This design comes from an exercise in tuning for small area and a short achievable clock period on the open sky130 flow, not from production work. In this exercise RTL edits were held to simulation tests only and were not proved equivalent to the original. Power figures rest on the tool's default switching activity, not on a simulated workload.

== rev 12 ==
// tscalar_exec
module tscalar_exec (
    input  wire        clk,
    input  wire        rst,          
    input  wire        in_valid,
    input  wire [39:0] instr,        
    input  wire [31:0] rs_val,
    input  wire [31:0] rt_val,
    output reg         out_valid,
    output reg         out_we,       
    output reg  [4:0]  out_rd,
    output wire [31:0] out_wdata,
    output reg         out_we2,      
    output wire [31:0] out_wdata2,
    output reg         out_sat,      
    output reg         out_ill       
);
Size in the first run: about 190 flip-flops, roughly 180 I/O pins.
==> flow/config.mk <==
export PLATFORM = sky130hd
export DESIGN_NAME = tscalar_exec
export DESIGN_NICKNAME = tscalar_exec
export VERILOG_FILES = /design/flow/design.v
export SDC_FILE = /design/flow/constraint.sdc
export NUM_CORES = 4
export LEC_CHECK = 0
export ABC_AREA = 1
export CAP_MARGIN = 20
export CORE_MARGIN = 2
export CORE_UTILIZATION = 50
export CTS_CLUSTER_DIAMETER = 30
export CTS_CLUSTER_SIZE = 8
export PLACE_DENSITY = 0.65
export SETUP_SLACK_MARGIN = 5
export SLEW_MARGIN = 20
export SYNTH_HIERARCHICAL = 1
==> flow/constraint.sdc <==
create_clock -name core_clock -period 10.5 [get_ports {clk}]
set_input_delay 2.1000 -clock core_clock [delete_from_list [all_inputs] [get_ports {clk}]]
set_output_delay 2.1000 -clock core_clock [all_outputs]
set_load 0.01 [all_outputs]
run.sh (not shown) runs the stock make flow with config.mk's settings and CLKGATE_MAP_FILE= SYNTH_SCRIPT=/design/flow/synth_recipe.tcl, a recipe that flattens the netlist after the stock synthesis.
> inputs changed (rev 12 -> rev 13)
diff --git a/flow/design.v b/flow/design.v
--- a/flow/design.v
+++ b/flow/design.v
@@ -189,19 +189,24 @@
         for (i = 0; i < 32; i = i + 1)
             rev32[i] = x[31 - i];
     endfunction
     wire lt_sel = d_sltu ? lt_u : lt_s;
     wire sel_b  = (d_min & ~lt_s) | (d_max & lt_s);     
     wire d_shl  = d_sll | d_slli | d_norm;
+    wire        lg_op = d_and | d_or | d_xor | d_andi | d_ori | d_xori;
+    wire [31:0] lg_b  = fmt_ri ? {15'd0, imm} : rt_val;
     wire [31:0] op_a =
         ({32{d_slt | d_sltu}} & {31'd0, lt_sel}) |
         ({32{(d_min | d_max) & sel_b}} & rt_val) |
         ({32{(d_min | d_max) & ~sel_b}} & rs_val) |
         ({32{d_exp}} & {24'd0, rs_val[30:23]}) |
         ({32{d_shl}} & rev32(rs_val)) |
-        ({32{~(d_slt | d_sltu | d_min | d_max | d_exp | d_lui | d_shl)}} & rs_val);
+        ({32{d_and | d_andi}} & (rs_val & lg_b)) |
+        ({32{d_or | d_ori}} & (rs_val | lg_b)) |
+        ({32{d_xor | d_xori}} & (rs_val ^ lg_b)) |
+        ({32{~(d_slt | d_sltu | d_min | d_max | d_exp | d_lui | d_shl | lg_op)}} & rs_val);
     wire [32:0] bo_b = {rt_val, 1'b0};
     wire [31:0] bo_code;
     wire [15:0] op_neg;
     genvar gi;
     generate
         for (gi = 0; gi < 16; gi = gi + 1) begin : g_booth
@@ -210,25 +215,26 @@
                                          (~bo_b[2 * gi + 2] & bo_b[2 * gi + 1] & bo_b[2 * gi]);
             assign op_neg[gi]          = bo_b[2 * gi + 2];
         end
     endgenerate
     wire [31:0] op_b =
         ({32{d_mul | d_mulh}} & bo_code) |
-        ({32{fmt_rr & ~(d_mul | d_mulh | d_sub | d_slt | d_sltu | d_min | d_max | d_exp | d_norm)}} & rt_val) |
+        ({32{fmt_rr & ~(d_mul | d_mulh | d_sub | d_slt | d_sltu | d_min | d_max | d_exp | d_norm |
+                        d_and | d_or | d_xor)}} & rt_val) |
         ({32{d_sub}} & ~rt_val) |
         ({32{d_addi}} & {{15{imm[16]}}, imm}) |
-        ({32{(fmt_ri & ~d_addi) | d_sats}} & {15'd0, imm}) |
+        ({32{d_slli | d_srli | d_srai | d_sats}} & {15'd0, imm}) |
         ({32{d_exp}} & 32'hFFFFFF81) |
         ({32{d_lui}} & {imm[14:0], 17'd0}) |
         ({32{d_norm}} & {27'd0, cls});
     reg        r_valid;
     reg [31:0] r_a, r_b;
     reg [15:0] r_neg;
     reg [4:0]  r_rd;
     reg        r_we, r_we2, r_ill, r_sat;
-    reg        r_kadd, r_cin, r_kand, r_kor, r_kxor, r_kshr, r_kshl, r_ksats,
+    reg        r_kadd, r_cin, r_kshr, r_kshl, r_ksats,
                r_fill, r_inc, r_kmul, r_kmulh;
     always @(posedge clk) begin
         if (rst)
             r_valid <= 1'b0;
         else
             r_valid <= in_valid;
@@ -237,17 +243,14 @@
         r_neg   <= op_neg;
         r_rd    <= i_rd;
         r_we    <= mine & ~ill;
         r_we2   <= d_norm & ~ill;
         r_ill   <= mine & ill;
         r_sat   <= d_sats & ~ill;
-        r_kadd  <= d_add | d_sub | d_addi | d_slt | d_sltu | d_min | d_max | d_exp | d_lui;
+        r_kadd  <= d_add | d_sub | d_addi | d_slt | d_sltu | d_min | d_max | d_exp | d_lui | lg_op;
         r_cin   <= d_sub;
-        r_kand  <= d_and | d_andi;
-        r_kor   <= d_or | d_ori;
-        r_kxor  <= d_xor | d_xori;
         r_kshr  <= d_srl | d_sra | d_srli | d_srai;
         r_kshl  <= d_shl;
         r_ksats <= d_sats;
         r_fill  <= d_sra | d_srai | d_sats;
         r_inc   <= inc;
         r_kmul  <= d_mul;
@@ -273,15 +276,12 @@
     wire [31:0] qr   = y ^ ({ip[32 * 5 + 30:32 * 5], 1'b1} & {32{r_inc}});
     wire [31:0] wmsk = 32'hFFFFFFFF << wm1;                
     wire        all1 = &(qr | ~wmsk);
     wire        all0 = ~|(qr & wmsk);
     wire        satv = ~(all1 | all0);
     wire [31:0] sres = satv ? (qr[31] ? wmsk : ~wmsk) : qr;
-    wire [31:0] lg = ({32{r_kand}} & (r_a & r_b)) |
-                     ({32{r_kor}}  & (r_a | r_b)) |
-                     ({32{r_kxor}} & (r_a ^ r_b));
     wire [31:0] m_a = r_a;
     wire [15:0] bo_one, bo_two, bo_neg;
     generate
         for (gi = 0; gi < 16; gi = gi + 1) begin : g_bdig
             assign bo_one[gi] = r_b[2 * gi];
             assign bo_two[gi] = r_b[2 * gi + 1];
@@ -1833,13 +1833,12 @@
     wire cg_28_31 = cg_30_31 | (cp_30_31 & cg_28_29);
     wire cp_28_31 = cp_30_31 & cp_28_29;
     wire [3:0] m_lo_g = {cg_28_31, cg_24_27, cg_16_23, cg_0_15};
     wire [3:0] m_lo_p = {cp_28_31, cp_24_27, cp_16_23, 1'b0};
     wire [31:0] res_s_e =
         ({32{r_kadd}}  & r_a) |
-        lg |
         ({32{r_kshr}}  & y) |
         ({32{r_kshl}}  & rev32(y)) |
         ({32{r_ksats}} & sres);
     wire [31:0] res_s =
         res_s_e |
         ({32{r_kmul}}  & m_s[31:0]) |
--- outcome ---
- Power (rev 13 over rev 12): increase, about 17%
- Status: total number of multi-input combinational cells parity (rev 12, rev 13)
- Against rev 12, cell count in rev 13 rose slightly.
- The higher fraction of layout instances using a drive strength above 1 came out of rev 12.
- Rev 12 -> rev 13: worst hold margin flat
- [compare] base=rev 12 new=rev 13: number of core rows grew by 1; global-route usage shrank by 1.3 points; fraction of power consumed by the clock network shrank by 1.2 points.
- For the final core utilization, rev 13 came in 0.61 points lower than rev 12 did.
- Rev 13 against rev 12; internal power consumption is up by more than 10%.

==> port drivers added, routing unchanged <==
How much do the figures lean on ideal ports? The routed layouts below were timed once more, with nothing changed but the port constraints.
Step 1 assumes that a clkbuf_16 drives the clock port and a buf_2 every other input.
Step 2, shift: input delay + t, output delay - t, t = (earliest + latest rising clock arrival at the registers) / 2. This alone moves slack from input paths to output paths.
Slacks: no drivers / after step 1 / after step 2; pairs: no drivers / after step 1.
run | t (ns) | slack for setup (ns) | worst register clock-pin slew, ns | worst data-port slew with drivers (ns) | pins driven straight from the clock port
rev 12 | 0.534 | 4.970 / 4.970 / 4.558 | 0.09 / 0.09 | 0.06 | 1
rev 13 | 0.568 | 4.973 / 4.973 / 4.626 | 0.09 / 0.09 | 0.05 | 1
After both steps every run listed still meets setup and hold. For rev 12, which loses most, drivers alone change the setup slack by 0.000 ns; drivers and shift together by -0.412 ns.
